Context: an optimization exercise on an open-source flow, tuned for small area and a short achievable clock period. The choices shown serve that exercise and are no tape-out recipe. The RTL was checked by simulation tests, not by an equivalence proof against the original design. Power is estimated from default activity; no workload was simulated.

===== flow/flow/run.sh =====
#!/bin/bash
set -e
export BUFFER_PORTS_ARGS="-buffer_cell sky130_fd_sc_hd__buf_2"
export SETUP_SLACK_MARGIN=14.8
bash standard.sh > standard.log 2>&1

===== flow/standard.sh =====
#!/bin/bash
# synth_recipe.tcl (not shown) runs the flow's synth.tcl, then flattens the netlist and writes it again
# the make line also repeats each setting of config.mk as NAME=value (left out here)
make -C /OpenROAD-flow-scripts/flow DESIGN_CONFIG=/design/flow/config.mk WORK_HOME=/design/flow/orfs CLKGATE_MAP_FILE= SYNTH_SCRIPT=/design/flow/synth_recipe.tcl "${@:-finish}"

===== flow/config.mk =====
export PLATFORM = sky130hd
export DESIGN_NAME = dc_blocker
export DESIGN_NICKNAME = dc_blocker
export VERILOG_FILES = /design/flow/design.v
export SDC_FILE = /design/flow/constraint.sdc
export NUM_CORES = 4
export LEC_CHECK = 0
export CAP_MARGIN = 20
export CORE_MARGIN = 2
export CORE_UTILIZATION = 65
export SLEW_MARGIN = 20

===== flow/constraint.sdc =====
create_clock -name core_clock -period 20.0 [get_ports {clk}]
set_input_delay 4.0000 -clock core_clock [delete_from_list [all_inputs] [get_ports {clk}]]
set_output_delay 4.0000 -clock core_clock [all_outputs]
set_load 0.01 [all_outputs]

===== flow/design.v =====
module dc_blocker (
    input  wire               clk,
    input  wire               rst,        
    input  wire               in_valid,
    input  wire signed [39:0] x,
    input  wire               track,
    input  wire               load,
    input  wire        [2:0]  corner,
    output reg                out_valid,
    output reg  signed [39:0] y,
    output wire signed [71:0] base
);
    reg        busy;
    reg  [7:0] ph;           
    reg  [39:0] x_r;
    reg        load_r;       
    reg        neg4;         
    reg        b_zero, s_zero;
    reg        wsh;          
    reg  [2:0] wcount;
    wire last = ph[7];
    wire acc  = in_valid & ~rst & (~busy | last);
    wire spec = ~busy | last;                  
    reg  [77:0] bph;
    reg  [51:0] sph;
    reg  [39:0] win0, win1, win2, win3, win4, win5, win6;
    assign base = bph[77:6];
    reg  [9:0] r_nz, r_two, r_neg;
    wire [8:0] sel_in;       
    assign sel_in[7] = load;
    assign sel_in[8] = ~load & (~track | (corner == 3'd7));
    genvar gc;
    generate
        for (gc = 0; gc < 7; gc = gc + 1) begin : g_sel
            assign sel_in[gc] = ~load & track & (corner == gc);
        end
    endgenerate
    wire [9:0] c_nz, c_two, c_neg;
    assign c_nz[0]  = sel_in[0] | sel_in[2] | sel_in[3] | sel_in[4] | sel_in[6];
    assign c_two[0] = sel_in[0] | sel_in[2];
    assign c_neg[0] = sel_in[0] | sel_in[2] | sel_in[5] | sel_in[7] | sel_in[8];
    assign c_nz[1]  = sel_in[0] | sel_in[1] | sel_in[3] | sel_in[4] | sel_in[5] | sel_in[6];
    assign c_two[1] = sel_in[0] | sel_in[4] | sel_in[5];
    assign c_neg[1] = sel_in[0] | sel_in[1] | sel_in[3] | sel_in[4] | sel_in[6];
    assign c_nz[2]  = sel_in[1] | sel_in[2] | sel_in[3];
    assign c_two[2] = sel_in[3];
    assign c_neg[2] = sel_in[1];
    assign c_nz[3]  = sel_in[2] | sel_in[3] | sel_in[4];
    assign c_two[3] = sel_in[3];
    assign c_neg[3] = sel_in[2] | sel_in[3];
    assign c_nz[4]  = sel_in[0] | sel_in[2] | sel_in[4] | sel_in[5];
    assign c_two[4] = sel_in[0] | sel_in[2] | sel_in[5];
    assign c_neg[4] = sel_in[0] | sel_in[2] | sel_in[4];
    assign c_nz[5]  = sel_in[0] | sel_in[1] | sel_in[3] | sel_in[4] | sel_in[5] | sel_in[6];
    assign c_two[5] = sel_in[0] | sel_in[4] | sel_in[5];
    assign c_neg[5] = sel_in[0] | sel_in[1] | sel_in[3] | sel_in[4];
    assign c_nz[6]  = sel_in[0] | sel_in[1] | sel_in[2] | sel_in[3] | sel_in[6];
    assign c_two[6] = sel_in[0] | sel_in[3];
    assign c_neg[6] = sel_in[1] | sel_in[2] | sel_in[3];
    assign c_nz[7]  = sel_in[1] | sel_in[2] | sel_in[4] | sel_in[5] | sel_in[6];
    assign c_two[7] = sel_in[2] | sel_in[6];
    assign c_neg[7] = sel_in[4];
    assign c_nz[8]  = sel_in[3] | sel_in[4] | sel_in[7];
    assign c_two[8] = sel_in[4];
    assign c_neg[8] = 1'b0;
    assign c_nz[9]  = sel_in[5] | sel_in[6];
    assign c_two[9] = sel_in[6];
    assign c_neg[9] = 1'b0;
    wire [3:0] xs = load_r ? ph[5:2] : ph[4:1];
    wire [12:0] xf7 = ({13{xs[0]}} & {x_r[6:0], 6'd0}) |
                      ({13{xs[1]}} & x_r[19:7]) |
                      ({13{xs[2]}} & x_r[32:20]) |
                      ({13{xs[3]}} & {{6{x_r[39]}}, x_r[39:33]});
    wire [3:0] ws = xs & {4{wcount == 3'd7}};
    wire [12:0] w6f = ({13{ws[0]}} & {win6[6:0], 6'd0}) |
                      ({13{ws[1]}} & win6[19:7]) |
                      ({13{ws[2]}} & win6[32:20]) |
                      ({13{ws[3]}} & {{6{win6[39]}}, win6[39:33]});
    wire [12:0] s_rd = s_zero ? 13'd0 : sph[12:0];
    reg  [12:0] b_dr;
    always @* begin
        if (~busy)
            b_dr = bph[18:6];
        else if (ph[0] | ph[7])
            b_dr = bph[31:19];
        else if (ph[1])
            b_dr = bph[44:32];
        else if (ph[2])
            b_dr = bph[57:45];
        else if (ph[3])
            b_dr = bph[70:58];
        else
            b_dr = {{6{bph[77]}}, bph[77:71]};
        if (b_zero && !last) b_dr = 13'd0;
    end
    wire [12:0] b_rd = b_zero ? 13'd0 :
                       ph[7] ? bph[77:65] :
                       ph[2] ? bph[12:0] : bph[25:13];
    reg  [12:0] h0, h1, h2;           
    reg         dcy;
    reg  [13:0] dsum;
    always @* begin
        dsum = 14'd0;
        if (spec)
            dsum = {1'b0, ~b_dr} + 14'd1;
        else if (~load_r) begin
            if (~ph[5] & ~ph[6])
                dsum = {1'b0, xf7} + {1'b0, ~b_dr} + {13'd0, dcy};
            else
                dsum = {1'b0, {13{h0[12]}}};
        end else begin
            if (|ph[5:2])
                dsum = {1'b0, xf7} + {1'b0, s_rd} + {13'd0, dcy};
            else if (ph[6])
                dsum = {1'b0, {13{h0[12]}}};
        end
    end
    always @(posedge clk) begin
        h0  <= dsum[12:0];
        dcy <= (load_r & (ph[0] | ph[1])) ? 1'b0 : dsum[13];
        h1  <= (spec | (load_r & ph[0])) ? 13'd0 : h0;
        h2  <= spec ? 13'd0 : h1;
    end
    wire [38:0] hist = {h0, h1, h2};
    wire [12:0] rr [0:9];
    genvar gi;
    generate
        for (gi = 0; gi < 10; gi = gi + 1) begin : g_row
            wire [12:0] one = hist[26 - 2*gi + 12 : 26 - 2*gi];
            wire [12:0] two = hist[25 - 2*gi + 12 : 25 - 2*gi];
            assign rr[gi] = ({13{r_nz[gi]}} & (r_two[gi] ? two : one)) ^ {13{r_neg[gi]}};
        end
    endgenerate
    wire [12:0] brow = (ph[0] | ph[1]) ? 13'd0 :
                       ph[2] ? {b_rd[12:6] & {7{~load_r}}, 1'b1, 5'd0} :
                       load_r ? 13'd0 : b_rd;
    function [33:0] csa;              
        input [16:0] a, b, c;
        reg   [16:0] m;
        begin
            m   = (a & b) | (a & c) | (b & c);
            csa = {m[15:0], 1'b0, a ^ b ^ c};
        end
    endfunction
    wire [16:0] e0 = {4'd0, rr[0]}, e1 = {4'd0, rr[1]}, e2 = {4'd0, rr[2]},
                e3 = {4'd0, rr[3]}, e4 = {4'd0, rr[4]}, e5 = {4'd0, rr[5]},
                e6 = {4'd0, rr[6]}, e7 = {4'd0, rr[7]}, e8 = {4'd0, rr[8]},
                e9 = {4'd0, rr[9]}, eb = {4'd0, brow};
    wire [33:0] l1a = csa(e0, e1, e2);
    wire [33:0] l1b = csa(e3, e4, e5);
    wire [33:0] l1c = csa(e6, e7, e8);
    wire [33:0] l2a = csa(l1a[16:0], l1a[33:17], l1b[16:0]);
    wire [33:0] l2b = csa(l1b[33:17], l1c[16:0], l1c[33:17]);
    wire [33:0] l3a = csa(l2a[16:0], l2a[33:17], l2b[16:0]);
    wire [33:0] l3b = csa(l2b[33:17], e9, eb);
    wire [33:0] l4  = csa(l3a[16:0], l3a[33:17], l3b[16:0]);
    wire [33:0] l5  = csa(l4[16:0], l4[33:17], l3b[33:17]);
    reg  [16:0] sv, cv;
    always @(posedge clk) begin
        sv  <= l5[16:0];
        cv  <= l5[33:17];
    end
    wire        b0  = b_zero ? 1'b0 : bph[6];
    reg  [3:0]  cr;
    wire [3:0]  cin = ph[1] ? ((neg4 ? 4'd4 : 4'd1) - {3'd0, b0}) : cr;
    wire [12:0] a7m  = (load_r ? hist[22:10] : b_rd) - {9'd0, k7};
    wire [25:0] rsum = {ph[7] ? a7m : 13'd0, 13'd0} + {9'd0, sv} + {9'd0, cv} + {22'd0, cin};
    wire [12:0] dig  = rsum[12:0];
    wire [3:0]  crn  = rsum[16:13];
    wire [12:0] dig7 = rsum[25:13];
    reg         t_z, t_o;
    wire        tie = b0 ? (t_o & (&dig[5:0])) : (t_z & ~(|dig[5:0]));
    wire [12:0] bnew = ph[3] ? {dig[12:7], tie ? b0 : dig[6], dig[5:0]} : dig;
    wire [9:0]  r7 = (r_nz & {10{h0[12]}}) ^ r_neg;
    wire [3:0]  k7n = load_r ? 4'd1 :
                      r7[0] + r7[1] + r7[2] + r7[3] + r7[4] + r7[5] + r7[6] +
                      r7[7] + r7[8] + r7[9];
    reg  [3:0]  k7;
    always @(posedge clk)
        k7 <= k7n;
    always @(posedge clk) begin
        cr <= crn;
        if (ph[1]) begin
            t_z <= ~(|dig);
            t_o <= &dig;
        end else if (ph[2]) begin
            t_z <= t_z & ~(|dig);
            t_o <= t_o & (&dig);
        end
    end
    wire [12:0] a_d = load_r ? hist[22:10] : b_rd;
    reg         sticky;
    wire        up = a_d[11] & (sticky | (|a_d[10:0]) | a_d[12]);
    wire [12:0] xf1 = ({13{ph[4]}} & {x_r[0], 12'd0}) |
                      ({13{ph[5]}} & x_r[13:1]) |
                      ({13{ph[6]}} & x_r[26:14]) |
                      ({13{ph[7]}} & x_r[39:27]);
    reg         ybor;
    wire [13:0] ysub = {x_r[39] & ph[7], xf1} -
                       {a_d[12] & ph[7], ph[4] ? {a_d[12], 12'd0} : a_d} -
                       (ph[4] ? {1'b0, up, 12'd0} : {13'd0, ybor});
    wire        y40 = ysub[13];
    wire        ovf = y40 ^ ysub[12];
    always @(posedge clk) begin
        if (ph[2])
            sticky <= |a_d[12:6];
        else if (ph[3])
            sticky <= sticky | (|a_d);
        ybor <= ysub[13];
        if (last & ovf)
            y <= y40 ? 40'h8000000000 : 40'h7fffffffff;
        else
            y <= {ysub[12:0], y[39:13]};
    end
    wire        sa_act = |xs;
    reg  [1:0]  scy;
    wire [14:0] ssum = s_rd + xf7 + {2'b00, ~w6f} + (xs[0] ? 2'd1 : scy);
    always @(posedge clk) begin
        scy <= ssum[14:13];
        if (sa_act)
            sph <= {ssum[12:0], sph[51:13]};
    end
    always @(posedge clk) begin
        if (spec) begin
            x_r    <= x;
            load_r <= load;
            neg4   <= |sel_in[4:0];
            r_nz   <= c_nz;
            r_two  <= c_two;
            r_neg  <= c_neg;
        end
        wsh <= ph[6];
        if (|ph[7:3])
            bph[64:0] <= {bnew, bph[64:13]};
        if (wsh)
            bph[77:65] <= dig7;
        if (wsh) begin
            win0 <= x_r; win1 <= win0; win2 <= win1; win3 <= win2;
            win4 <= win3; win5 <= win4; win6 <= win5;
        end
        if (rst) begin
            busy      <= 1'b0;
            ph        <= 8'd0;
            out_valid <= 1'b0;
            b_zero    <= 1'b1;
            s_zero    <= 1'b1;
            wcount    <= 3'd0;
        end else begin
            out_valid <= last;
            ph <= {ph[6:0], acc};
            if (acc)
                busy <= 1'b1;
            else if (last)
                busy <= 1'b0;
            if (last) begin
                b_zero <= 1'b0;
                if (wcount != 3'd7) wcount <= wcount + 3'd1;
            end
            if (xs[3])
                s_zero <= 1'b0;
        end
    end
endmodule

==> summary.md, run 1 <==
| Metric | Value |
|---|---|
| Setup crit start kind | flip-flop |
| CP Max Fanout | 2 |
| Post-synth cell types | 76 |
| Layout cell share with drive strength beyond 1 | 0.194 |
| Post-DP Area | 0.0326 sq mm |
| Final slew viol count | 0 |
| # nets final | 3080 |
| Post-synthesis cell count | 2597 |
| Crit path max-delay family | flip-flops |
| Type of the worst setup path | flip-flop to output port |
| Final worst setup slack | 14.66 ns |
| Top cells by area, synth | edfxtp_1, fa_1, dfxtp_1 |
| Largest stage delay on the critical path | just under 0.5 ns |
| Setup WS pre-CTS | 14.60 ns |
| Final setup TNS | 0 ns |
| First-pass GRT wire length | 117 mm |
| Area Overhead vs Synth | 11.6% |
| DRC | 0 |
| Wirelength per Cell | 23.0 microns |
| I/O Pins | 161 |
| Clock buffer depth | 3 |
| Worst-path clk slew | 0.07 ns |
| Biggest area consumer among synthesized cells | edfxtp_1 |
| Reg2reg start | load_r$_DFFE_PN_ |
| FF-to-FF End | sph[50]$_DFFE_PP_ |
| Die height | 226 microns |
| Num CTS Buffers | 59 |
| Commonest cells after routing, fill and taps aside | edfxtp_1, nand2_1, inv_1 |
| Worst IR Drop VDD | approximately 0.15 mV |
| Clock skew | between 0.04 and 0.05 ns |
| Slew @ Worst Pin | approximately 1.1 ns |
| Drt total wl | 79.2 mm |
| Post-synth EDFFs | 479 |
| H-tree Lvls | 2 |
| Largest net degree at the start of global routing | between 80 and 90 |
| Drt pass-1 iters | 6 |
| FF+latch count, synth | 608 |
| DRT iter0 DRCs | ~2300 |
| Status | no timing/DRC/antenna violations |
| Pleak | 14.4 nW |
| Total of max-cap violations | 0 |
| R2r setup slk | 14.94 ns |
| Placer Congestion | 0.953 |
| Most common cell after layout, fill and taps aside | edfxtp_1 |
| Worst-path cell chain | buf_2 |
| Synthesized cell area | roughly 0.032 sq mm |
| Initial antenna violation count | 1 |
| Port bufs | 160 |
| Share of the synthesized area in the top cell type | 0.451 |
| Num rows | 81 |
| Min-delay worst type | flip-flop to flip-flop |
| Worst r2r path cells | 19 |
| Crit path capture | base[67] |
| Fmax achieved | approximately 190 MHz |
| Crit path DAT | 1.34 ns |
| Die Wd | approximately 230 microns |
| Sequential area share after synthesis | 0.532 |
| CP max-delay cell | edfxtp_1 |
| Syn. warnings | 1 |
| Via count | slightly above 20000 |
| Final Hold Viols | 0 |
| Pwr dens | 108 mW/mm^2 |
| Period utilization | 0.267 |
| All-Layer GR Usage | 0.308 |
| CTS root buf | clkbuf_16 |
| Design Area, Final | 0.0356 sq mm |
| Synthesized Nets | 2910 |
| Initial Util | 0.656 |
| Critical path required time | 16.00 ns |
| Final ANT Viol Nets | 0 |
| CTS tree | done |
| WP buf/inv | 1 |
| Final min period | ~5.3 ns |
| Clk latency of the worst-skew pair | 0.65 ns |
| Global route overflow | 0 |
| Worst Setup End Kind | output port |
| HPWL Detailed | 54.8 mm |
| Crit path depth | 1 |
| Vias in the first global route | roughly 20000 |
| Die area | 0.0509 sq mm |
| # diodes | 0 |
| Asr flop ratio synth | 0 |
| Clk sinks | 608 |
| Ys flop type | edfxtp_1 |
| Mean Syn Cell Area | 12.3 sq um |
| Core area | 0.0486 sq mm |
| Crit path from | bph[73]$_DFFE_PP_ |
| RSZ-0062 raised after global routing | yes |
| Final setup fails | 0 |
| Max_slew headroom | 0.283 |
| DR vias/cell | approximately 6 |
==> cell type report <==
type / instances / area [sq um]
clock buffer: 72 / 1560
clock inverter: 40 / 450
fill: 3295 / 13100
inverter: 254 / 953
multi-input combinational: 1554 / 13000
sequential: 608 / 17000
tap: 622 / 778
timing repair buffer: 290 / 1860
==> synthesized netlist by cell type, types with 6 or more instances <==
master / count
edfxtp_1: 479
nand2_1: 273
inv_1: 253
fa_1: 149
xnor2_1: 136
dfxtp_1: 129
mux2_2: 125
ha_1: 116
nor2_1: 88
clkbuf_1: 78
a21oi_1: 72
buf_4: 72
xor2_1: 54
o21ai_0: 53
a21o_1: 48
nor3_1: 40
nor2b_1: 35
nand3_1: 32
and2_1: 30
nand2b_1: 28
a22oi_1: 26
mux2i_1: 23
o21a_1: 18
a222oi_1: 17
buf_1: 17
or2_2: 13
a211oi_1: 12
a31oi_1: 12
and3_1: 12
nand4_1: 12
buf_2: 11
o211ai_1: 11
or3_1: 10
nor3b_1: 9
a21boi_0: 6
a221oi_1: 6
==> layer usage <==
layer | GRT usage | vias up | share of wire
met1 | 0.373 | 10200 | 0.37
met2 | 0.542 | 857 | 0.51
li1 | - | 9294 | -
met4 | 0.153 | 0 | 0.056
met5 | 0 | - | 0
met3 | 0.0426 | 277 | 0.060
==> repair_timing <==
action / CTS / global route
endpoints found under the setup margin: 85 / 125
cloned: 0 / 2
endpoints found under the hold margin: 0 / 0
resized for setup: 4 / 19
setup buffers: 73 / 36
hold buffers: 0 / 0
==> where the power goes <==
part | leakage [nW] | internal (mW) | switching [mW]
sequential | 5.49 | 1.49 | 0.0857
combinational | 7.90 | 0.489 | 0.649
clock | 0.965 | 0.641 | 0.492
total | 14.4 | 2.62 | 1.23
==> state kept, by name, indices dropped and copies added (netlist names), 6 cells and up <==
register  flops
win6         40
win4         40
r_nz          9
h1           13
sv           16
win2         40
win3         40
win1         40
x_r          40
h0           13
r_neg         6
r_two         8
y            40
bph          78
win0         40
cv           14
win5         40
sph          52
h2            6
ph            8
==> per-stage QoR <==
step | hold WS, ns | std cells | total power, mW | utilization
after floorplan | 0.326 | 2597 | 2.32 | -
after global placement | 0.400 | 3215 | 2.71 | 0.671
after detailed placement | 0.405 | 3215 | 2.72 | 0.671
after CTS | 0.410 | 3400 | 3.87 | 0.723
final | 0.413 | 3440 | 3.85 | 0.732
after global routing | 0.420 | 3440 | 4.05 | 0.732
==> cell families (layout without fill, tap and decap cells) <==
kind of cell               Yosys count  count (layout)  synth area share
muxes                              148             148            0.0513
and+or+nand+nor                    607             607            0.0901
adders and majority gates          265             265             0.139
DFF                                608             608             0.532
xor gates and xnor gates           190             190            0.0522
buffers and inverters              435             656            0.0608
AOI/OAI and AO/OA                  344             344            0.0747
==> worst min-delay path by stage <==
stage                       startpoint            endpoint  slack [ns]  cells past startpoint
global route        win0[33]$_DFFE_PP_  win1[33]$_DFFE_PP_        0.42                      0
finish              win0[15]$_DFFE_PP_  win1[15]$_DFFE_PP_        0.41                      0
global placement     win3[0]$_DFFE_PP_   win4[0]$_DFFE_PP_        0.40                      0
floorplan             ph[6]$_SDFF_PP0_         wsh$_DFF_P_        0.33                      0
detailed placement  win0[22]$_DFFE_PP_  win1[22]$_DFFE_PP_        0.40                      0
CTS                 win0[33]$_DFFE_PP_  win1[33]$_DFFE_PP_        0.41                      0
==> inputs of run 2 (changes only) <==
==> flow/flow/run.sh (replaced) <==
#!/bin/bash
set -e
export BUFFER_PORTS_ARGS="-buffer_cell sky130_fd_sc_hd__buf_2"
bash standard.sh > standard.log 2>&1
==> run 2 against run 1 <==
Against the previous run: sequential share of layout area grew 1.2 points; non-clock buffer count shrank 109; clock skew shrank 0.029 ns; highest routed layer unchanged; design area shrank 2.4%; still clean on timing, DRC and antenna; sequential cell count is the same; core utilization shrank 1.8 points; final cell count shrank 3.1%; via count shrank 3.8%.
==> summary.md, run 2 <==
| Metric | Value |
|---|---|
| Area Overhead vs Synth | 8.87% |
| Commonest cells after routing, fill and taps aside | edfxtp_1, nand2_1, inv_1 |
| Register area | around 0.017 sq mm |
| Max_slew headroom | 0.234 |
| Via count | between 15000 and 20000 |
| Largest registers | bph (78), sph (52) |
| Total of max-cap violations | 0 |
| Die height | 226 microns |
| Count leader, synth | edfxtp_1 |
| Min-delay src | win0[32]$_DFFE_PP_ |
| Worst Setup End Kind | flip-flop |
| Critical path required time | 20.39 ns |
| Fmax achieved | 183 MHz |
| Setup Fix Bufs, Post-CTS | 0 |
| Num CTS Buffers | 60 |
| Port bufs | 160 |
| Most common cell after layout, fill and taps aside | edfxtp_1 |
| Clk sinks | 608 |
| DRT iter0 DRCs | 1963 |
| Placer Congestion | 0.896 |
| Biggest register | bph |
| Core area | roughly 0.049 sq mm |
| Setup WS pre-CTS | 14.68 ns |
| R2r setup slk | 14.55 ns |
| CTS tree | done |
| Worst-path clk slew | 0.07 ns |
| Drt total wl | 76.4 mm |
| Slew @ Worst Pin | ~1.1 ns |
| Initial Util | 0.656 |
| Drt pass-1 iters | 7 |
| RSZ-0062 raised after global routing | no |
| Setup crit start kind | flip-flop |
| Asr flop ratio synth | 0 |
| Post-synth cell types | 76 |
| # nets final | 2972 |
| Mean Syn Cell Area | approximately 12 sq um |
| Cell Count, Final, Fillers Out | 3334 |
| Sequential area share after synthesis | 0.532 |
| Post_cts resized | 0 |
| Max reg flops | 78 |
| Num rows | 81 |
| Final slew viol count | 0 |
| DR vias/cell | 5.96 |
| Clock buffer depth | 3 |
| First-pass GRT wire length | 115 mm |
| All-Layer GR Usage | 0.304 |
| Biggest area consumer among synthesized cells | edfxtp_1 |
| Crit path DAT | ~5.8 ns |
| Largest net degree at the start of global routing | 99 |
| Final setup TNS | 0 ns |
| CP Max Fanout | 55 |
| Synthesized cell area | 0.0319 sq mm |
| Pwr dens | 111 mW/mm^2 |
| Top cells by area, synth | edfxtp_1, fa_1, dfxtp_1 |
| Syn. warnings | 1 |
| Die Wd | 226 microns |
| Power consumption | 3.85 mW |
| Period utilization | 0.273 |
| Hold depth | 0 |
| Area of the multi-input gates | ~0.013 sq mm |
| Global route overflow | 0 |
| Final setup fails | 0 |
| Final min period | 5.45 ns |
| Worst IR Drop VDD | between 0.1 and 0.15 mV |
| Vias in the first global route | between 15000 and 20000 |
| I/O Pins | 161 |
| Layout cell share with drive strength beyond 1 | 0.158 |
| DRC | 0 |
| H-tree Lvls | 2 |
| Pleak | around 14 nW |
| CTS root buf | clkbuf_16 |
| Ys flop type | edfxtp_1 |
| HPWL Detailed | 54.4 mm |
| Hold-fix buffer count after cts | 0 |
| Clk latency of the worst-skew pair | about 0.63 ns |
| Worst r2r path cells | 17 |
| Reg2reg start | ph[7]$_SDFF_PP0_ |
| Wirelength per Cell | around 23 microns |
| Final ANT Viol Nets | 0 |
| Layout filler cell count | 3390 |
| Final Hold Viols | 0 |
| Post-synth EDFFs | between 400 and 500 |
| Hold EP | win1[32]$_DFFE_PP_ |
| Top cells by count, synth | edfxtp_1, nand2_1, inv_1, fa_1, xnor2_1 |
| Share of the synthesized area in the top cell type | 0.451 |
| Final worst setup slack | around 15 ns |
| Clock skew | between 0.02 and 0.025 ns |
| Cell count after placement | 3218 |
| FF+latch count, synth | 608 |
| FF-to-FF End | bph[75]$_DFFE_PP_ |
| Min-delay worst type | flip-flop to flip-flop |
| Type of the worst setup path | flip-flop to flip-flop |
| Synthesized Nets | 2910 |
| Status | no timing/DRC/antenna violations |
| Die area | 0.0509 sq mm |
| Post-synthesis cell count | ~2600 |
| Initial antenna violation count | 1 |
run 2: changes by cell type in the layout (fill, tap and decap cells not counted), sizes merged:
cell      change
clkinvlp      -2
inv           -3
bufinv        +2
diode         +1
buf         -105
clkinv        +1
run 2: logic make-up (layout without fill, tap and decap cells):
| family | after synthesis | after routing | synth area share |
|---|---|---|---|
| compound gates | 344 | 344 | 0.0747 |
| xor+xnor | 190 | 190 | 0.0522 |
| fa+ha+maj | 265 | 265 | 0.139 |
| buf+inv | 435 | 549 | 0.0608 |
| flops | 608 | 608 | 0.532 |
| mux | 148 | 148 | 0.0513 |
| other cells | 0 | 1 | 0 |
| simple gates | 607 | 607 | 0.0901 |
run 2: layer usage:
metal  GRT usage  routed length (microns)  vias up
met4       0.139                     3560        0
met5           0                        0        -
met2       0.532                    39400      742
met1       0.376                    29000     9853
li1            -                        -     9083
met3      0.0433                     4420      197
run 2: how the worst max path moves through the flow:
stage | slack (ns) | startpoint | endpoint | cells past startpoint
global route | 14.24 | ph[7]$_SDFF_PP0_ | bph[75]$_DFFE_PP_ | 17
detailed placement | 14.68 | ph[7]$_SDFF_PP0_ | bph[75]$_DFFE_PP_ | 17
floorplan | 12.62 | wsh$_DFF_P_ | bph[65]$_DFFE_PP_ | 0
global placement | 14.81 | corner[0] | r_nz[5]$_DFFE_PN_ | 5
CTS | 14.62 | bph[73]$_DFFE_PP_ | base[67] | 1
finish | 14.55 | ph[7]$_SDFF_PP0_ | bph[75]$_DFFE_PP_ | 17
run 2: where the power goes:
group          total [mW]  leakage [nW]  internal, mW  switching, mW
combinational        1.12          7.35         0.482          0.641
sequential           1.58          5.49          1.49         0.0837
clock                1.15         0.986         0.668          0.486
run 2: layout make-up:
| cell class | count | area share |
|---|---|---|
| tap | 622 | 0.0224 |
| clock inverter | 38 | 0.0133 |
| sequential | 608 | 0.489 |
| inverter | 254 | 0.0275 |
| clock buffer | 76 | 0.0455 |
| timing repair buffer | 181 | 0.0283 |
| antenna | 1 | 0.0000721 |
| multi-input combinational | 1554 | 0.374 |
run 2: critical path, stage by stage, from the launching register on:
cell and delay [ns]:
dfxtp_2 0.36, buf_4 0.52, inv_1 0.30, o211ai_1 0.31, nand2_1 0.16, inv_1 0.08
ha_1 0.20, fa_1 0.44, nor2_1 0.15, fa_1 0.46, ha_1 0.34, and4_1 0.24
a221oi_1 0.27, o21ai_0 0.22, o21ai_0 0.51, a22oi_1 0.27, and3_1 0.20, o21a_1 0.16
run 2: metrics by stage:
stage / hold WS, ns / utilization / area (sq um)
global route: 0.411 / 0.714 / 34700
CTS: 0.414 / 0.713 / 34700
global placement: 0.400 / 0.671 / 32600
finish: 0.412 / 0.714 / 34700
detailed placement: 0.405 / 0.671 / 32600
floorplan: 0.326 / - / 31900
==> inputs of run 3 (changes only) <==
--- a/flow/design.v
+++ b/flow/design.v
@@ -27,3 +27,4 @@
     assign base = bph[77:6];
-    reg  [9:0] r_nz, r_two, r_neg;
+    reg  [7:0] r_sa, r_sb, r_neg;
+    reg  [3:0] r_p8;
     wire [8:0] sel_in;       
@@ -68,2 +69,3 @@
     assign c_neg[9] = 1'b0;
+    wire [3:0] c_p8 = {sel_in[6], sel_in[5], sel_in[4], sel_in[3] | sel_in[7]};
     wire [3:0] xs = load_r ? ph[5:2] : ph[4:1];
@@ -124,11 +126,13 @@
     wire [38:0] hist = {h0, h1, h2};
-    wire [12:0] rr [0:9];
+    wire [12:0] rr [0:8];
     genvar gi;
     generate
-        for (gi = 0; gi < 10; gi = gi + 1) begin : g_row
+        for (gi = 0; gi < 8; gi = gi + 1) begin : g_row
             wire [12:0] one = hist[26 - 2*gi + 12 : 26 - 2*gi];
             wire [12:0] two = hist[25 - 2*gi + 12 : 25 - 2*gi];
-            assign rr[gi] = ({13{r_nz[gi]}} & (r_two[gi] ? two : one)) ^ {13{r_neg[gi]}};
+            assign rr[gi] = (({13{r_sa[gi]}} & one) | ({13{r_sb[gi]}} & two)) ^ {13{r_neg[gi]}};
         end
     endgenerate
+    assign rr[8] = ({13{r_p8[0]}} & hist[22:10]) | ({13{r_p8[1]}} & hist[21:9]) |
+                   ({13{r_p8[2]}} & hist[20:8])  | ({13{r_p8[3]}} & hist[19:7]);
     wire [12:0] brow = (ph[0] | ph[1]) ? 13'd0 :
@@ -147,3 +151,3 @@
                 e6 = {4'd0, rr[6]}, e7 = {4'd0, rr[7]}, e8 = {4'd0, rr[8]},
-                e9 = {4'd0, rr[9]}, eb = {4'd0, brow};
+                eb = {4'd0, brow};
     wire [33:0] l1a = csa(e0, e1, e2);
@@ -153,6 +157,5 @@
     wire [33:0] l2b = csa(l1b[33:17], l1c[16:0], l1c[33:17]);
-    wire [33:0] l3a = csa(l2a[16:0], l2a[33:17], l2b[16:0]);
-    wire [33:0] l3b = csa(l2b[33:17], e9, eb);
-    wire [33:0] l4  = csa(l3a[16:0], l3a[33:17], l3b[16:0]);
-    wire [33:0] l5  = csa(l4[16:0], l4[33:17], l3b[33:17]);
+    wire [33:0] l3  = csa(l2a[16:0], l2a[33:17], l2b[16:0]);
+    wire [33:0] l4  = csa(l3[16:0], l3[33:17], l2b[33:17]);
+    wire [33:0] l5  = csa(l4[16:0], l4[33:17], eb);
     reg  [16:0] sv, cv;
@@ -173,6 +176,6 @@
     wire [12:0] bnew = ph[3] ? {dig[12:7], tie ? b0 : dig[6], dig[5:0]} : dig;
-    wire [9:0]  r7 = (r_nz & {10{h0[12]}}) ^ r_neg;
+    wire [8:0]  r7 = {(|r_p8) & h0[12], ((r_sa | r_sb) & {8{h0[12]}}) ^ r_neg};
     wire [3:0]  k7n = load_r ? 4'd1 :
                       r7[0] + r7[1] + r7[2] + r7[3] + r7[4] + r7[5] + r7[6] +
-                      r7[7] + r7[8] + r7[9];
+                      r7[7] + r7[8];
     reg  [3:0]  k7;
@@ -227,5 +230,6 @@
             neg4   <= |sel_in[4:0];
-            r_nz   <= c_nz;
-            r_two  <= c_two;
-            r_neg  <= c_neg;
+            r_sa   <= c_nz[7:0] & ~c_two[7:0];
+            r_sb   <= c_nz[7:0] & c_two[7:0];
+            r_neg  <= c_neg[7:0];
+            r_p8   <= c_p8;
         end
==> flow/flow/run.sh (replaced) <==
#!/bin/bash
set -e
export BUFFER_PORTS_ARGS="-buffer_cell sky130_fd_sc_hd__buf_2"
export SETUP_SLACK_MARGIN=14.8
bash standard.sh > standard.log 2>&1
==> run 3 against run 2 <==
Against the previous run: still clean; global-route usage rose by 2.2 points; sequential cell count rose by 3; core utilization rose by 2.6 points; count of clock-buffer cells in the layout fell by 3; die area fell by 2.9%; final cell count fell by 2.3%; worst setup slack improved by 0.14 ns; combinational power rose by 8%; clock skew rose by 0.028 ns; first-iteration DRC count rose by 29%; via count rose by 0.91%; largest power group unchanged.
==> summary.md, run 3 <==
| Metric | Value |
|---|---|
| Synthesized cell area | 0.0309 sq mm |
| Global route overflow | 0 |
| Top cells by area, synth | edfxtp_1, fa_1, dfxtp_1 |
| Switch Pwr | about 1.3 mW |
| Clock buffer depth | 3 |
| Crit path max-delay family | flip-flops |
| Count leader, synth | edfxtp_1 |
| Final ANT Viol Nets | 0 |
| WP buf/inv | 1 |
| All-Layer GR Usage | 0.327 |
| Synthesized Nets | between 2000 and 3000 |
| Setup crit start kind | flip-flop |
| CP Max Fanout | 2 |
| Power consumption | 3.97 mW |
| Worst Setup End Kind | output port |
| Share of the synthesized area in the top cell type | 0.467 |
| # nets final | 2897 |
| Worst IR Drop VDD | 0.138 mV |
| # diodes | 0 |
| Reg2reg start | load_r$_DFFE_PN_ |
| Final min period | 5.31 ns |
| Worst-path clk slew | 0.07 ns |
| Core area | 0.0468 sq mm |
| Final slew viol count | 0 |
| HPWL Detailed | 54.7 mm |
| DRC | 0 |
| Clk sinks | 611 |
| Crit path capture | base[71] |
| H-tree Lvls | 2 |
| Slew @ Worst Pin | 1.05 ns |
| Post-synth EDFFs | 481 |
| Post-synthesis cell count | 2456 |
| Core Util, Final | 0.739 |
| Ys flop type | edfxtp_1 |
| Via count | 20100 |
| Hold_ws | 0.376 ns |
| Die height | 222 microns |
| Syn. warnings | 1 |
| Num CTS Buffers | 60 |
| Largest net degree at the start of global routing | 203 |
| Crit path DAT | 1.31 ns |
| Worst-path cell chain | buf_2 |
| DR vias/cell | 6.16 |
| Mean Syn Cell Area | 12.6 sq um |
| FF-to-FF End | sph[50]$_DFFE_PP_ |
| Status | no timing/DRC/antenna violations |
| Largest registers | bph (78), sph (52) |
| Most common cell after layout, fill and taps aside | edfxtp_1 |
| I/O Pins | 161 |
| P_int | 2.68 mW |
| RSZ-0062 raised after global routing | yes |
| Combinational power share | 0.306 |
| Design Area, Final | 0.0346 sq mm |
| Type of the worst setup path | flip-flop to output port |
| FF+latch count, synth | 611 |
| Layout filler cell count | 3007 |
| Clk latency of the worst-skew pair | roughly 0.65 ns |
| Commonest cells after routing, fill and taps aside | edfxtp_1, inv_1, buf_2 |
| Initial antenna violation count | 1 |
| Area Overhead vs Synth | 11.7% |
| Port bufs | 160 |
| First-pass GRT wire length | 122 mm |
| Final setup fails | 0 |
| Switch share | 0.324 |
| Worst r2r path cells | 20 |
| Crit path from | bph[77]$_DFFE_PP_ |
| Clock power share | 0.294 |
| Crit path depth | 1 |
| CTS root buf | clkbuf_16 |
| Drt total wl | 79.5 mm |
| Num rows | around 80 |
| Sequential area share after synthesis | 0.551 |
| Area of the multi-input gates | about 0.012 sq mm |
| CP max-delay cell | edfxtp_1 |
| Wirelength per Cell | ~24 microns |
| Initial Util | 0.662 |
| Post-DP Area | 0.0316 sq mm |
| Largest stage delay on the critical path | 0.48 ns |
| Period utilization | 0.265 |
| Top cells by count, synth | edfxtp_1, inv_1, nand2_1, fa_1, dfxtp_1 |
| Fmax achieved | 188 MHz |
| Sequential share of power | 0.400 |
| Pwr dens | 115 mW/mm^2 |
| Critical path required time | 16.00 ns |
| Die area | 0.0494 sq mm |
| CTS tree | done |
| Total of max-cap violations | 0 |
| Final Hold Viols | 0 |
| Pleak | approximately 14 nW |
| Post-synth cell types | 87 |
| Asr flop ratio synth | 0 |
| Die Wd | roughly 220 microns |
| Max_slew headroom | 0.279 |
| Biggest register | bph |
| R2r setup slk | 14.80 ns |
| Layout cell share with drive strength beyond 1 | 0.166 |
| Final setup TNS | 0 ns |
| Max reg flops | 78 |
| Clock skew | 0.0487 ns |
| Register area | 0.0171 sq mm |
| Min-delay worst type | flip-flop to flip-flop |
| DRT iter0 DRCs | 2528 |
| Drt pass-1 iters | 8 |
| Placer Congestion | ~0.92 |
| Biggest area consumer among synthesized cells | edfxtp_1 |
| Vias in the first global route | a little over 20000 |
## run 3: cell types whose count changed in the layout (fill, tap and decap cells not counted), moves of 18 or more
cell and change:
nand2_1 -130, xnor2_1 -18, a22oi_1 +95, mux2_2 -114, inv_1 -30, buf_4 +90
## run 3: power groups by stage
stage	Sequential [mW]	Combinational (mW)	Clock, mW
6_report	1.59	1.21	1.17
2_1_floorplan	1.59	0.801	0
5_1_grt	1.59	1.37	1.23
3_5_place_dp	1.61	1.18	0
3_3_place_gp	1.61	1.16	0
4_1_cts	1.58	1.22	1.18
## run 3: worst min path at each step
| stage | startpoint | to | slack (ns) | cells after the start |
|---|---|---|---|---|
| after detailed placement | sph[34]$_DFFE_PP_ | sph[21]$_DFFE_PP_ | 0.40 | 0 |
| after global routing | win1[5]$_DFFE_PP_ | win2[5]$_DFFE_PP_ | 0.37 | 0 |
| after global placement | win0[15]$_DFFE_PP_ | win1[15]$_DFFE_PP_ | 0.40 | 0 |
| final | win2[6]$_DFFE_PP_ | win3[6]$_DFFE_PP_ | 0.38 | 0 |
| after CTS | win1[19]$_DFFE_PP_ | win2[19]$_DFFE_PP_ | 0.37 | 0 |
| after floorplan | ph[6]$_SDFF_PP0_ | wsh$_DFF_P_ | 0.33 | 0 |
## run 3: area by class of cell
type	count	area share
Clock inverter	41	0.0132
Clock buffer	73	0.0470
Tap cell	607	0.0220
Inverter	226	0.0248
Multi-Input combinational cell	1424	0.348
Timing Repair Buffer	275	0.0513
Sequential cell	611	0.493
## run 3: worst register-to-register path, cell delays in order, from the launching register on
cell and delay [ns]:
edfxtp_1 0.41, buf_12 0.19, mux2_4 0.40, and2_1 0.17
buf_4 0.20, a22oi_2 0.22, nand2_2 0.11, fa_1 0.57
inv_1 0.07, fa_1 0.52, ha_1 0.19, inv_1 0.07
fa_1 0.46, nor2b_1 0.16, o21ai_1 0.11, a21boi_1 0.18
o21ai_0 0.14, a21oi_1 0.30, a41oi_2 0.20, nor2b_1 0.19
xnor2_1 0.12
## run 3: routing by layer
layer / wire length (microns) / GRT usage / vias to the layer above / part of all wire
met5: 13 / 0 / - / 0.00016
met4: 3470 / 0.139 / 2 / 0.044
met3: 5500 / 0.0410 / 219 / 0.069
met2: 40700 / 0.572 / 980 / 0.51
met1: 29800 / 0.412 / 9881 / 0.38
li1: - / - / 8973 / -
## run 3: through the flow
stage               setup WS [ns]  instances
floorplan                   14.86       2456
global placement            14.67       3048
detailed placement          14.64       3049
CTS                         14.67       3232
global route                14.63       3257
finish                      14.69       3257
## run 3: kinds of logic (layout without fill, tap and decap cells)
| logic type | Yosys count | after routing | synth area share |
|---|---|---|---|
| simple gates | 472 | 472 | 0.0770 |
| flops | 611 | 611 | 0.551 |
| buf+inv | 421 | 615 | 0.0618 |
| xor+xnor | 185 | 185 | 0.0524 |
| compound gates | 477 | 477 | 0.111 |
| fa+ha+maj | 251 | 251 | 0.134 |
| mux | 39 | 39 | 0.0132 |
## run 3: what timing repair did
action                                  in CTS  in global routing
gates resized for setup                      8                 30
endpoints found under the setup margin     115                118
setup buffers                               69                 24
pin swaps                                    1                  5
hold buffers                                 0                  0
==> inputs of run 4 (changes only) <==
--- a/flow/config.mk
+++ b/flow/config.mk
@@ -10,2 +10,3 @@
 export CORE_UTILIZATION = 65
+export CTS_BUF_LIST = sky130_fd_sc_hd__clkbuf_8
 export SLEW_MARGIN = 20
==> run 4 against run 3 <==
Against the previous run: global-route usage shrank 0.45 points; maximum frequency shrank 1.1%; largest cell class unchanged; sequential power is essentially flat; clock skew is 0.0095 ns lower; still clean on timing, DRC and antenna; synthesized cell count did not move.
==> summary.md, run 4 <==
| Metric | Value |
|---|---|
| Status | no timing/DRC/antenna violations |
| Final setup fails | 0 |
| Top cells by count, synth | edfxtp_1, inv_1, nand2_1, fa_1, dfxtp_1 |
| Num rows | 79 |
| All-Layer GR Usage | 0.322 |
| H-tree Lvls | 3 |
| # nets final | 2933 |
| Clock skew | 0.0391 ns |
| Die height | 222 microns |
| Biggest register | bph |
| Cell Count, Final, Fillers Out | 3322 |
| Final min period | ~5.4 ns |
| Design Area, Final | 0.0345 sq mm |
| Worst Setup End Kind | output port |
| Fmax achieved | 186 MHz |
| Max_slew headroom | 0.262 |
| Core area | 0.0468 sq mm |
| Drt total wl | around 80 mm |
| Layout cell share with drive strength beyond 1 | 0.179 |
| Final slew viol count | 0 |
| Initial antenna violation count | 0 |
| Worst IR Drop VDD | between 0.1 and 0.15 mV |
| Port bufs | 160 |
| Slew @ Worst Pin | 1.11 ns |
| Layout filler cell count | 2989 |
| Type of the worst setup path | flip-flop to output port |
| Asr flop ratio synth | 0 |
| Post-synth EDFFs | 481 |
| Worst-path clk slew | 0.06 ns |
| Initial Util | 0.662 |
| Period utilization | 0.269 |
| Crit path DAT | around 1.4 ns |
| Worst-path cell chain | buf_2 |
| DRC | 0 |
| Cell count after placement | slightly above 3000 |
| Pleak | 13.8 nW |
| Top cells by area, synth | edfxtp_1, fa_1, dfxtp_1 |
| Mean Syn Cell Area | 12.6 sq um |
| Wirelength per Cell | 23.6 microns |
| Die area | 0.0494 sq mm |
| Pwr dens | 112 mW/mm^2 |
| Syn. warnings | 1 |
| Setup crit start kind | flip-flop |
| HPWL Detailed | 54.7 mm |
| Final setup TNS | 0 ns |
| Max reg flops | 78 |
| Clock buffer depth | 3 |
| Placer Congestion | 0.915 |
| Final ANT Viol Nets | 0 |
| Die Wd | 222 microns |
| Hold_ws | ~0.40 ns |
| Total of max-cap violations | 0 |
| Min-delay worst type | flip-flop to flip-flop |
| DR vias/cell | around 6.1 |
| Num CTS Buffers | 94 |
| Commonest cells after routing, fill and taps aside | edfxtp_1, inv_1, nand2_1 |
| Vias in the first global route | between 20000 and 25000 |
| CP Max Fanout | 2 |
| First-pass GRT wire length | 120 mm |
| Most common cell after layout, fill and taps aside | edfxtp_1 |
| Final Hold Viols | 0 |
| R2r setup slk | around 15 ns |
| Synthesized Nets | ~2800 |
| Largest net degree at the start of global routing | 203 |
| Share of the synthesized area in the top cell type | 0.467 |
| Post-synth cell types | 87 |
| Count leader, synth | edfxtp_1 |
| Clk latency of the worst-skew pair | about 0.72 ns |
| Via count | approximately 20000 |
| Post-DP Area | 0.0316 sq mm |
| Area Overhead vs Synth | 11.6% |
| Clk sinks | ~610 |
| DRT iter0 DRCs | about 2100 |
| Largest stage delay on the critical path | 0.48 ns |
| FF+latch count, synth | 611 |
| CTS root buf | clkbuf_8 |
| WP buf/inv | 1 |
| Crit path max-delay family | flip-flops |
| Drt pass-1 iters | 7 |
| Synthesized cell area | 0.0309 sq mm |
| Biggest area consumer among synthesized cells | edfxtp_1 |
| CTS tree | done |
| Critical path required time | 16.00 ns |
| CP max-delay cell | edfxtp_1 |
| RSZ-0062 raised after global routing | yes |
| Global route overflow | 0 |
| I/O Pins | ~160 |
| Ys flop type | edfxtp_1 |
| Sequential area share after synthesis | 0.551 |
| Post-synthesis cell count | around 2500 |
| Largest registers | bph (78), sph (52) |
run 4: logic make-up after synthesis:
logic type | Yosys count | synth area share
flops | 611 | 0.551
compound gates | 477 | 0.111
simple gates | 472 | 0.0770
buf+inv | 421 | 0.0618
fa+ha+maj | 251 | 0.134
xor+xnor | 185 | 0.0524
mux | 39 | 0.0132
run 4: layout make-up:
type	count	area [sq um]	area share
Antenna cell	1	2.50	0.0000725
Clock buffer	101	1390	0.0403
Clock inverter	75	458	0.0133
Inverter	226	853	0.0247
Multi-Input combinational cell	1424	12000	0.349
Sequential cell	611	17100	0.495
Tap cell	607	759	0.0220
Timing Repair Buffer	277	1940	0.0561
run 4: through the flow:
stage               utilization  setup slack (ns)  power (mW)
floorplan                     -             14.86        2.39
global placement          0.676             14.67        2.77
detailed placement        0.676             14.64        2.80
CTS                       0.731             14.57        3.85
global route              0.738             14.58        4.08
finish                    0.738             14.63        3.86
run 4: worst paths after layout:
check | from | to | cells past startpoint
hold / removal | win1[35]$_DFFE_PP_ | win2[35]$_DFFE_PP_ | 0
setup / recovery | bph[77]$_DFFE_PP_ | base[71] | 1
hold reg to reg | win1[35]$_DFFE_PP_ | win2[35]$_DFFE_PP_ | 0
setup reg to reg | load_r$_DFFE_PN_ | sph[50]$_DFFE_PP_ | 20
run 4: per-layer routing:
| metal | track usage | vias to the layer above | wire, microns |
|---|---|---|---|
| met5 | 0 | - | 0 |
| met4 | 0.140 | 0 | 3420 |
| met3 | 0.0533 | 203 | 5210 |
| met2 | 0.558 | 911 | 40100 |
| met1 | 0.402 | 9932 | 29800 |
| li1 | - | 9071 | - |
run 4: where the power goes:
part	switching (mW)	total [mW]	leakage, nW	internal [mW]
combinational	0.697	1.24	7.22	0.546
clock	0.498	1.01	1.07	0.514
sequential	0.0923	1.60	5.52	1.51
total	1.29	3.86	13.8	2.57
run 4: repair_timing:
item / 4_1_cts / 5_1_grt
setup buffers: 67 / 28
pin swaps: 0 / 2
setup endpoints to repair: 142 / 135
hold buffers: 0 / 0
resized for setup: 52 / 29
==> inputs of run 5 (changes only) <==
==> flow/flow/run.sh (replaced) <==
#!/bin/bash
set -e
export BUFFER_PORTS_ARGS="-buffer_cell sky130_fd_sc_hd__buf_2"
export SETUP_SLACK_MARGIN=14.7
bash standard.sh > standard.log 2>&1
--- a/flow/config.mk
+++ b/flow/config.mk
@@ -10,3 +10,2 @@
 export CORE_UTILIZATION = 65
-export CTS_BUF_LIST = sky130_fd_sc_hd__clkbuf_8
 export SLEW_MARGIN = 20
==> run 5 against run 4 <==
Against the previous run: critical endpoint is now base[68]; critical path depth unchanged; die area unchanged; final cell count down 4.0%; power up 2.0%; synthesized area unchanged; hold slack better by 0.0053 ns; count of clock-buffer cells in the layout down 30; synthesized cell count unchanged; register-to-register slack better by 0.05 ns; sequential power about the same; clock power up 14%.
==> summary.md, run 5 <==
| Metric | Value |
|---|---|
| Sequential area share after synthesis | 0.551 |
| Top cells by count, synth | edfxtp_1, inv_1, nand2_1, fa_1, dfxtp_1 |
| Max reg flops | 78 |
| Most common cell after layout, fill and taps aside | edfxtp_1 |
| Clk sinks | 611 |
| Hold_ws | about 0.40 ns |
| CTS root buf | clkbuf_16 |
| Area Overhead vs Synth | 9.64% |
| Die area | 0.0494 sq mm |
| Worst-path clk slew | 0.07 ns |
| Commonest cells after routing, fill and taps aside | edfxtp_1, inv_1, buf_2 |
| Crit path capture | base[68] |
| First-pass GRT wire length | 119 mm |
| Layout filler cell count | 3108 |
| Mean Syn Cell Area | 12.6 sq um |
| Final setup fails | 0 |
| Crit path depth | 1 |
| Global route overflow | 0 |
| Crit path from | bph[74]$_DFFE_PP_ |
| Worst IR Drop VDD | 0.135 mV |
| Synthesized Nets | around 2800 |
| Post-synth cell types | 87 |
| Final ANT Viol Nets | 0 |
| Slew @ Worst Pin | 1.11 ns |
| Clock skew | 0.0336 ns |
| Largest stage delay on the critical path | around 0.47 ns |
| Final Hold Viols | 0 |
| Wirelength per Cell | around 25 microns |
| FF+latch count, synth | 611 |
| Top cells by area, synth | edfxtp_1, fa_1, dfxtp_1 |
| Die height | between 200 and 250 microns |
| # diodes | 0 |
| Worst-path cell chain | buf_2 |
| Worst r2r path cells | 19 |
| Num rows | 79 |
| Fmax achieved | approximately 190 MHz |
| Biggest register | bph |
| Count leader, synth | edfxtp_1 |
| Reg2reg start | load_r$_DFFE_PN_ |
| DRC | 0 |
| I/O Pins | 161 |
| Post-synthesis cell count | 2456 |
| Syn. warnings | 1 |
| Share of the synthesized area in the top cell type | 0.467 |
| DR vias/cell | 6.22 |
| WP buf/inv | 1 |
| Final setup TNS | 0 ns |
| CTS tree | done |
| All-Layer GR Usage | 0.323 |
| Via count | ~20000 |
| Layout cell share with drive strength beyond 1 | 0.142 |
| Num CTS Buffers | 59 |
| Period utilization | 0.265 |
| Worst Setup End Kind | output port |
| Type of the worst setup path | flip-flop to output port |
| Clk latency of the worst-skew pair | 0.64 ns |
| H-tree Lvls | 2 |
| Synthesized cell area | 0.0309 sq mm |
| Placer Congestion | 0.958 |
| Crit path max-delay family | flip-flops |
| Max_slew headroom | 0.244 |
| Crit path DAT | between 1 and 1.5 ns |
| CP max-delay cell | edfxtp_1 |
| Status | no timing/DRC/antenna violations |
| Pwr dens | 116 mW/mm^2 |
| Total of max-cap violations | 0 |
| DRT iter0 DRCs | 2287 |
| Final slew viol count | 0 |
| Min-delay worst type | flip-flop to flip-flop |
| Drt total wl | slightly below 80 mm |
| Initial Util | 0.662 |
| Port bufs | 160 |
| Pleak | 13.3 nW |
| FF-to-FF End | sph[50]$_DFFE_PP_ |
| Setup crit start kind | flip-flop |
| HPWL Detailed | 55.1 mm |
| Final min period | 5.30 ns |
| CP Max Fanout | 3 |
| Hold-fix buffer count after cts | 0 |
| Critical path required time | 16.00 ns |
| Initial antenna violation count | 0 |
| Largest net degree at the start of global routing | between 80 and 90 |
| Core area | 0.0468 sq mm |
| Biggest area consumer among synthesized cells | edfxtp_1 |
| Die Wd | 222 microns |
| Largest registers | bph (78), sph (52) |
| R2r setup slk | 14.92 ns |
| Asr flop ratio synth | 0 |
| Post-synth EDFFs | 481 |
| Ys flop type | edfxtp_1 |
| Drt pass-1 iters | 7 |
| Clock buffer depth | 3 |
| Vias in the first global route | 19900 |
| # nets final | 2831 |
| RSZ-0062 raised after global routing | yes |
[run 5: cell counts after synthesis]
Identical to the previous run, type by type.
[run 5: routing by layer]
layer / global-route usage / wire length [microns]
met3: 0.0419 / 5500
met2: 0.556 / 39900
met5: 0 / 0
met1: 0.411 / 29500
met4: 0.145 / 3620
[run 5: cell type report]
| type | count | area (sq um) | share of cell area |
|---|---|---|---|
| sequential | 611 | 17100 | 0.503 |
| multi-input combinational | 1424 | 12000 | 0.354 |
| clock buffer | 71 | 1650 | 0.0485 |
| timing repair buffer | 210 | 1200 | 0.0353 |
| inverter | 226 | 857 | 0.0253 |
| tap | 607 | 759 | 0.0224 |
| clock inverter | 39 | 400 | 0.0118 |
[run 5: repair_timing]
action | in CTS | in global routing
gates resized for setup | 4 | 14
buffers inserted | 24 | 8
pin swaps | 0 | 2
endpoints found under the setup margin | 65 | 59
[run 5: worst min path at each step]
stage	start	endpoint	slack [ns]	depth (start not counted)
2_1_floorplan	ph[6]$_SDFF_PP0_	wsh$_DFF_P_	0.33	0
3_3_place_gp	win0[20]$_DFFE_PP_	win1[20]$_DFFE_PP_	0.40	0
3_5_place_dp	sph[24]$_DFFE_PP_	sph[11]$_DFFE_PP_	0.40	0
4_1_cts	win1[17]$_DFFE_PP_	win2[17]$_DFFE_PP_	0.40	0
5_1_grt	win2[5]$_DFFE_PP_	win3[5]$_DFFE_PP_	0.41	0
6_report	win1[4]$_DFFE_PP_	win2[4]$_DFFE_PP_	0.40	0
[run 5: through the flow]
stage                     setup WS (ns)  utilization  power, mW  cells  area [sq um]
after floorplan                   14.77            -       2.39   2456         30900
after global placement            14.74        0.676       2.77   3046         31600
after detailed placement          14.61        0.676       2.79   3046         31600
after CTS                         14.68        0.724       3.96   3180         33800
after global routing              14.56        0.726       4.15   3188         33900
final                             14.70        0.726       3.93   3188         33900
[run 5: report_power, final]
part	internal (mW)	switching [mW]	total, mW
sequential	1.50	0.0859	1.59
combinational	0.510	0.690	1.20
clock	0.656	0.491	1.15
total	2.67	1.27	3.93
[run 5: kinds of logic (layout without fill, tap and decap cells)]
logic type,count (synthesis),count (layout),synth area share
DFF,611,611,0.551
AOI/OAI and AO/OA,477,477,0.111
and+or+nand+nor,472,472,0.0770
buffers and inverters,421,546,0.0618
adders and majority gates,251,251,0.134
xor gates and xnor gates,185,185,0.0524
muxes,39,39,0.0132
==> inputs of run 6 (changes only) <==
--- a/flow/config.mk
+++ b/flow/config.mk
@@ -10,2 +10,4 @@
 export CORE_UTILIZATION = 65
+export CTS_CLUSTER_DIAMETER = 75
+export CTS_CLUSTER_SIZE = 28
 export SLEW_MARGIN = 20
==> run 6 against run 5 <==
Against the previous run: die area unchanged; power down 11%; still clean; critical path depth is the same; combinational power is essentially flat; non-clock buffer count is 13 higher; hold slack better by 0.011 ns; worst setup slack got worse by 0.037 ns; count of clock-buffer cells in the layout shrank 29; largest power group unchanged; clock power shrank 36%; design area decreased by 2.6%; first-iteration DRC count down 6.1%.
==> summary.md, run 6 <==
| Metric | Value |
|---|---|
| Synthesized cell area | 0.0309 sq mm |
| # diodes | 0 |
| Die Wd | 222 microns |
| Wirelength per Cell | approximately 24 microns |
| # nets final | 2815 |
| Core area | 0.0468 sq mm |
| Clock skew | 0.0250 ns |
| Layout cell share with drive strength beyond 1 | 0.128 |
| Worst-path clk slew | 0.11 ns |
| Hold EP | win6[30]$_DFFE_PP_ |
| DR vias/cell | 6.17 |
| Initial Util | 0.662 |
| All-Layer GR Usage | 0.309 |
| Hold depth | 0 |
| Register area | 0.0171 sq mm |
| Layout filler cell count | about 3200 |
| Drt pass-1 iters | 6 |
| Biggest area consumer among synthesized cells | edfxtp_1 |
| WP buf/inv | 1 |
| Syn. warnings | 1 |
| Final ANT Viol Nets | 0 |
| CP Max Fanout | 2 |
| Global route overflow | 0 |
| Initial antenna violation count | 0 |
| Area Overhead vs Synth | 6.74% |
| DRT iter0 DRCs | 2148 |
| DRC | 0 |
| Max_slew headroom | 0.256 |
| Num rows | ~80 |
| Final setup TNS | 0 ns |
| Design Area, Final | ~0.033 sq mm |
| Area of the multi-input gates | between 0.01 and 0.015 sq mm |
| Die height | 222 microns |
| Post-synth EDFFs | 481 |
| R2r setup slk | 14.95 ns |
| Largest stage delay on the critical path | 0.50 ns |
| Pwr dens | 106 mW/mm^2 |
| Clk latency of the worst-skew pair | 0.65 ns |
| Ys flop type | edfxtp_1 |
| CTS tree | done |
| Cell Count, Final, Fillers Out | 3147 |
| Fmax achieved | between 150 and 200 MHz |
| Pleak | 12.9 nW |
| Vias in the first global route | 19200 |
| Worst Setup End Kind | output port |
| Clk sinks | 611 |
| Min-delay src | win5[30]$_DFFE_PP_ |
| Final slew viol count | 0 |
| Top cells by count, synth | edfxtp_1, inv_1, nand2_1, fa_1, dfxtp_1 |
| Final Hold Viols | 0 |
| HPWL Detailed | 55.1 mm |
| Max reg flops | 78 |
| Post-synthesis cell count | 2456 |
| H-tree Lvls | 1 |
| I/O Pins | 161 |
| Type of the worst setup path | flip-flop to output port |
| Count leader, synth | edfxtp_1 |
| Period utilization | 0.267 |
| Synthesized Nets | roughly 2800 |
| Num CTS Buffers | 30 |
| Crit path max-delay family | flip-flops |
| Via count | 19400 |
| Largest registers | bph (78), sph (52) |
| Top cells by area, synth | edfxtp_1, fa_1, dfxtp_1 |
| Most common cell after layout, fill and taps aside | edfxtp_1 |
| Commonest cells after routing, fill and taps aside | edfxtp_1, inv_1, buf_2 |
| Power consumption | 3.51 mW |
| Worst-path cell chain | buf_2 |
| First-pass GRT wire length | 115 mm |
| Status | no timing/DRC/antenna violations |
| FF-to-FF End | sph[50]$_DFFE_PP_ |
| Reg2reg start | load_r$_DFFE_PN_ |
| Total of max-cap violations | 0 |
| Port bufs | 160 |
| Clock buffer depth | 3 |
| Worst IR Drop VDD | 0.136 mV |
| Sequential area share after synthesis | 0.551 |
| Hold-fix buffer count after cts | 0 |
| Critical path required time | 16.00 ns |
| Post-synth cell types | 87 |
| Cell count after placement | between 3000 and 4000 |
| Post-DP Area | 0.0316 sq mm |
| Asr flop ratio synth | 0 |
| Worst r2r path cells | 19 |
| Die area | 0.0494 sq mm |
| Final setup fails | 0 |
| Drt total wl | ~76 mm |
| Setup crit start kind | flip-flop |
| Share of the synthesized area in the top cell type | 0.467 |
| FF+latch count, synth | 611 |
| RSZ-0062 raised after global routing | yes |
| Slew @ Worst Pin | roughly 1.1 ns |
| Largest net degree at the start of global routing | 87 |
| Biggest register | bph |
| Min-delay worst type | flip-flop to flip-flop |
| CP max-delay cell | edfxtp_1 |
| CTS root buf | clkbuf_16 |
| Crit path DAT | between 1 and 1.5 ns |
| Mean Syn Cell Area | 12.6 sq um |
| Placer Congestion | 0.958 |
| Final min period | ~5.3 ns |
run 6: timing repair:
| action | CTS | global route |
|---|---|---|
| pin swaps | 0 | 2 |
| setup buffers | 34 | 11 |
| setup endpoints to repair | 76 | 65 |
| gates cloned | 0 | 0 |
| resized for setup | 2 | 20 |
run 6: kinds of logic (layout without fill, tap and decap cells):
logic type               after synthesis  in the layout  share of synthesized area
multiplexers                          39             39                     0.0132
buffers and inverters                421            505                     0.0618
XOR/XNOR                             185            185                     0.0524
adder cells (fa/ha/maj)              251            251                      0.134
flip-flops                           611            611                      0.551
AO/OA/AOI/OAI                        477            477                      0.111
AND/OR/NAND/NOR                      472            472                     0.0770
run 6: layer usage:
metal,GRT usage,part of all wire,up-vias
met1,0.401,0.38,9619
met3,0.0361,0.065,173
met4,0.119,0.041,0
met5,0,0,-
li1,-,-,8779
met2,0.537,0.51,831
run 6: cell type report:
class	count	area share
Timing Repair Buffer	223	0.0395
Clock inverter	14	0.00640
Sequential cell	611	0.516
Tap cell	607	0.0230
Inverter	226	0.0259
Clock buffer	42	0.0247
Multi-Input combinational cell	1424	0.364
run 6: metrics by stage:
step	utilization	setup slack, ns	hold WS (ns)
2_1_floorplan	-	14.77	0.326
3_3_place_gp	0.676	14.74	0.400
3_5_place_dp	0.676	14.61	0.405
4_1_cts	0.703	14.65	0.418
5_1_grt	0.706	14.58	0.424
6_report	0.706	14.67	0.415
run 6: report_power, final:
group | internal (mW) | total [mW] | switching (mW)
registers | 1.50 | 1.58 | 0.0848
clock network | 0.314 | 0.732 | 0.417
logic | 0.511 | 1.19 | 0.682
run 6: how the worst max path moves through the flow:
stage                     depth (start not counted)                 end              start
after floorplan                                   6  r_neg[1]$_DFFE_PN_               load
after global placement                           19   sph[50]$_DFFE_PP_   load_r$_DFFE_PN_
after detailed placement                         17       y[36]$_DFF_P_   ph[7]$_SDFF_PP0_
after CTS                                         1            base[60]  bph[66]$_DFFE_PP_
after global routing                             19   sph[50]$_DFFE_PP_   load_r$_DFFE_PN_
final                                             1            base[44]  bph[50]$_DFFE_PP_
==> inputs of run 7 (changes only) <==
--- a/flow/config.mk
+++ b/flow/config.mk
@@ -10,4 +10,4 @@
 export CORE_UTILIZATION = 65
-export CTS_CLUSTER_DIAMETER = 75
-export CTS_CLUSTER_SIZE = 28
+export CTS_CLUSTER_DIAMETER = 60
+export CTS_CLUSTER_SIZE = 20
 export SLEW_MARGIN = 20
==> run 7 against run 6 <==
Against the previous run: die area unchanged; combinational power about the same; sequential power barely moved; sequential share of layout area shrank 0.38 points; global-route usage rose by 0.49 points; wire length is 0.52% higher; core utilization grew 0.53 points; critical path type unchanged.
==> summary.md, run 7 <==
| Metric | Value |
|---|---|
| Num rows | slightly below 80 |
| Top cells by count, synth | edfxtp_1, inv_1, nand2_1, fa_1, dfxtp_1 |
| Worst-path clk slew | 0.08 ns |
| Global route overflow | 0 |
| Wirelength per Cell | 24.2 microns |
| DRT iter0 DRCs | approximately 2100 |
| Biggest area consumer among synthesized cells | edfxtp_1 |
| Sequential area share after synthesis | 0.551 |
| CP Max Fanout | 3 |
| Final min period | 5.29 ns |
| Clock skew | 0.0204 ns |
| All-Layer GR Usage | 0.314 |
| Crit path max-delay family | flip-flops |
| Post-synth EDFFs | around 480 |
| Clock buffer depth | 3 |
| Largest stage delay on the critical path | between 0.4 and 0.5 ns |
| Final slew viol count | 0 |
| Sequential share of power | 0.431 |
| Worst IR Drop VDD | 0.147 mV |
| First-pass GRT wire length | 116 mm |
| Post-synth cell types | between 80 and 90 |
| Commonest cells after routing, fill and taps aside | edfxtp_1, inv_1, buf_2 |
| Type of the worst setup path | flip-flop to output port |
| Num CTS Buffers | 43 |
| Clk latency of the worst-skew pair | 0.60 ns |
| Via count | 19600 |
| Mean Syn Cell Area | 12.6 sq um |
| Total of max-cap violations | 0 |
| Vias in the first global route | about 19000 |
| Slew @ Worst Pin | between 1 and 1.5 ns |
| Asr flop ratio synth | 0 |
| H-tree Lvls | 2 |
| Clock power share | 0.244 |
| RSZ-0062 raised after global routing | yes |
| HPWL Detailed | 55.1 mm |
| Max_slew headroom | 0.251 |
| FF+latch count, synth | 611 |
| Hold_ws | 0.415 ns |
| Final Hold Viols | 0 |
| Synthesized Nets | approximately 2800 |
| Crit path DAT | 1.29 ns |
| DRC | 0 |
| R2r setup slk | 14.93 ns |
| Combinational power share | 0.325 |
| # nets final | 2815 |
| Switch share | 0.333 |
| Fmax achieved | 189 MHz |
| Switch Pwr | ~1.2 mW |
| Post-synthesis cell count | 2456 |
| Biggest register | bph |
| Die area | 0.0494 sq mm |
| Post-DP Area | around 0.032 sq mm |
| Die height | 222 microns |
| Most common cell after layout, fill and taps aside | edfxtp_1 |
| WP buf/inv | 1 |
| Top cells by area, synth | edfxtp_1, fa_1, dfxtp_1 |
| Initial antenna violation count | 0 |
| Hold-fix buffer count after cts | 0 |
| Core Util, Final | 0.712 |
| CP max-delay cell | edfxtp_1 |
| Count leader, synth | edfxtp_1 |
| Worst Setup End Kind | output port |
| Synthesized cell area | 0.0309 sq mm |
| # diodes | 0 |
| Final ANT Viol Nets | 0 |
| P_int | ~2.5 mW |
| Setup crit start kind | flip-flop |
| Min-delay worst type | flip-flop to flip-flop |
| Period utilization | 0.264 |
| Pwr dens | 110 mW/mm^2 |
| Syn. warnings | 1 |
| Ys flop type | edfxtp_1 |
| Placer Congestion | between 0.9 and 1 |
| Final setup fails | 0 |
| CTS root buf | clkbuf_16 |
| Final setup TNS | 0 ns |
| CTS tree | done |
| Layout cell share with drive strength beyond 1 | 0.131 |
| Design Area, Final | roughly 0.033 sq mm |
| Status | no timing/DRC/antenna violations |
| Max reg flops | 78 |
| Core area | 0.0468 sq mm |
| Initial Util | 0.662 |
| DR vias/cell | 6.22 |
| Share of the synthesized area in the top cell type | 0.467 |
| Critical path required time | between 15 and 20 ns |
| I/O Pins | 161 |
| Drt pass-1 iters | 6 |
| Port bufs | 160 |
| Largest net degree at the start of global routing | 87 |
| Die Wd | 222 microns |
| Area Overhead vs Synth | 7.54% |
| Pleak | 13.0 nW |
| Clk sinks | 611 |
| Largest registers | bph (78), sph (52) |
| Worst-path cell chain | buf_2 |
| Drt total wl | about 76 mm |
run 7: logic make-up (layout without fill, tap and decap cells):
kind of cell | Yosys count | count (layout) | synth area share
muxes | 39 | 39 | 0.0132
DFF | 611 | 611 | 0.551
and+or+nand+nor | 472 | 472 | 0.0770
AOI/OAI and AO/OA | 477 | 477 | 0.111
buffers and inverters | 421 | 509 | 0.0618
adders and majority gates | 251 | 251 | 0.134
xor gates and xnor gates | 185 | 185 | 0.0524
run 7: routing by layer:
metal	track usage	routed length [microns]	vias to the layer above
li1	-	-	8789
met1	0.403	29000	9705
met2	0.541	38700	903
met3	0.0439	5170	207
met4	0.130	3380	0
met5	0	0	-
run 7: worst register-to-register path, delay by kind of cell (launching register included):
family,cells,cell delay (ns)
AND/OR/NAND/NOR,4,0.78
multiplexers,1,0.49
adder cells (fa/ha/maj),4,1.63
flip-flops,1,0.37
AO/OA/AOI/OAI,6,1.06
XOR/XNOR,1,0.12
buffers and inverters,3,0.36
run 7: area by class of cell:
cell class                 count  area [sq um]
clock buffer                  51          1110
clock inverter                22           292
multi-input combinational   1424         12000
fill                        3212         13500
timing repair buffer         210          1190
inverter                     226           857
sequential                   611         17100
tap                          607           759
run 7: metrics by stage:
stage,setup slack (ns),total power [mW],cells
floorplan,14.77,2.39,2456
global placement,14.74,2.77,3046
detailed placement,14.61,2.79,3046
CTS,14.70,3.70,3131
global route,14.59,3.89,3151
finish,14.71,3.67,3151
run 7: what timing repair did:
item	in CTS	in global routing
endpoints found under the setup margin	52	58
resized for setup	2	17
endpoints found under the hold margin	0	0
buffers inserted	12	20
gates cloned	0	0
pin swaps	0	2
run 7: path summary, 6_finish.rpt:
| path | from | end | cells past startpoint |
|---|---|---|---|
| setup reg to reg | load_r$_DFFE_PN_ | sph[50]$_DFFE_PP_ | 19 |
| hold reg to reg | win0[5]$_DFFE_PP_ | win1[5]$_DFFE_PP_ | 0 |
| hold / removal | win0[5]$_DFFE_PP_ | win1[5]$_DFFE_PP_ | 0 |
| setup / recovery | bph[68]$_DFFE_PP_ | base[62] | 1 |
run 7: power by group through the flow:
stage / logic, mW / registers (mW) / clock network (mW)
finish: 1.19 / 1.59 / 0.896
global route: 1.35 / 1.59 / 0.954
detailed placement: 1.18 / 1.61 / 0
floorplan: 0.801 / 1.59 / 0
CTS: 1.20 / 1.58 / 0.910
global placement: 1.16 / 1.61 / 0

## re-timing with driven ports
In the flow no input, the clock included, has a driving cell. The finished layouts below were timed again as built, in two steps. Step 1 assumes that a clkbuf_16 drives the clock port and a buf_2 every other input. Step 2, shift: input delay + t, output delay - t, t = (earliest + latest rising clock arrival at the registers) / 2. This alone moves slack from input paths to output paths. Slacks: no drivers / after step 1 / after step 2; pairs: no drivers / after step 1.
run | t (ns) | setup WS [ns] | hold WS [ns] | slew at the worst register clock pin (ns) | cell pins on the clock port's net
run 1 | 0.691 | 14.655 / 14.593 / 14.763 | 0.413 / 0.413 / 0.413 | 0.07 / 0.07 | 1
run 2 | 0.685 | 14.548 / 14.548 / 14.548 | 0.412 / 0.412 / 0.412 | 0.07 / 0.07 | 1
run 3 | 0.691 | 14.690 / 14.627 / 14.676 | 0.376 / 0.376 / 0.376 | 0.07 / 0.07 | 1
run 4 | 0.755 | 14.629 / 14.573 / 14.706 | 0.399 / 0.399 / 0.399 | 0.07 / 0.07 | 1
run 5 | 0.692 | 14.702 / 14.639 / 14.659 | 0.404 / 0.404 / 0.404 | 0.07 / 0.07 | 1
run 6 | 0.702 | 14.665 / 14.600 / 14.697 | 0.415 / 0.415 / 0.415 | 0.11 / 0.11 | 1
run 7 | 0.660 | 14.712 / 14.646 / 14.676 | 0.415 / 0.415 / 0.415 | 0.08 / 0.08 | 1
After both steps setup and hold are still met in every run listed. For run 5, which loses most, drivers alone change the setup slack by -0.063 ns; drivers and shift together by -0.043 ns.
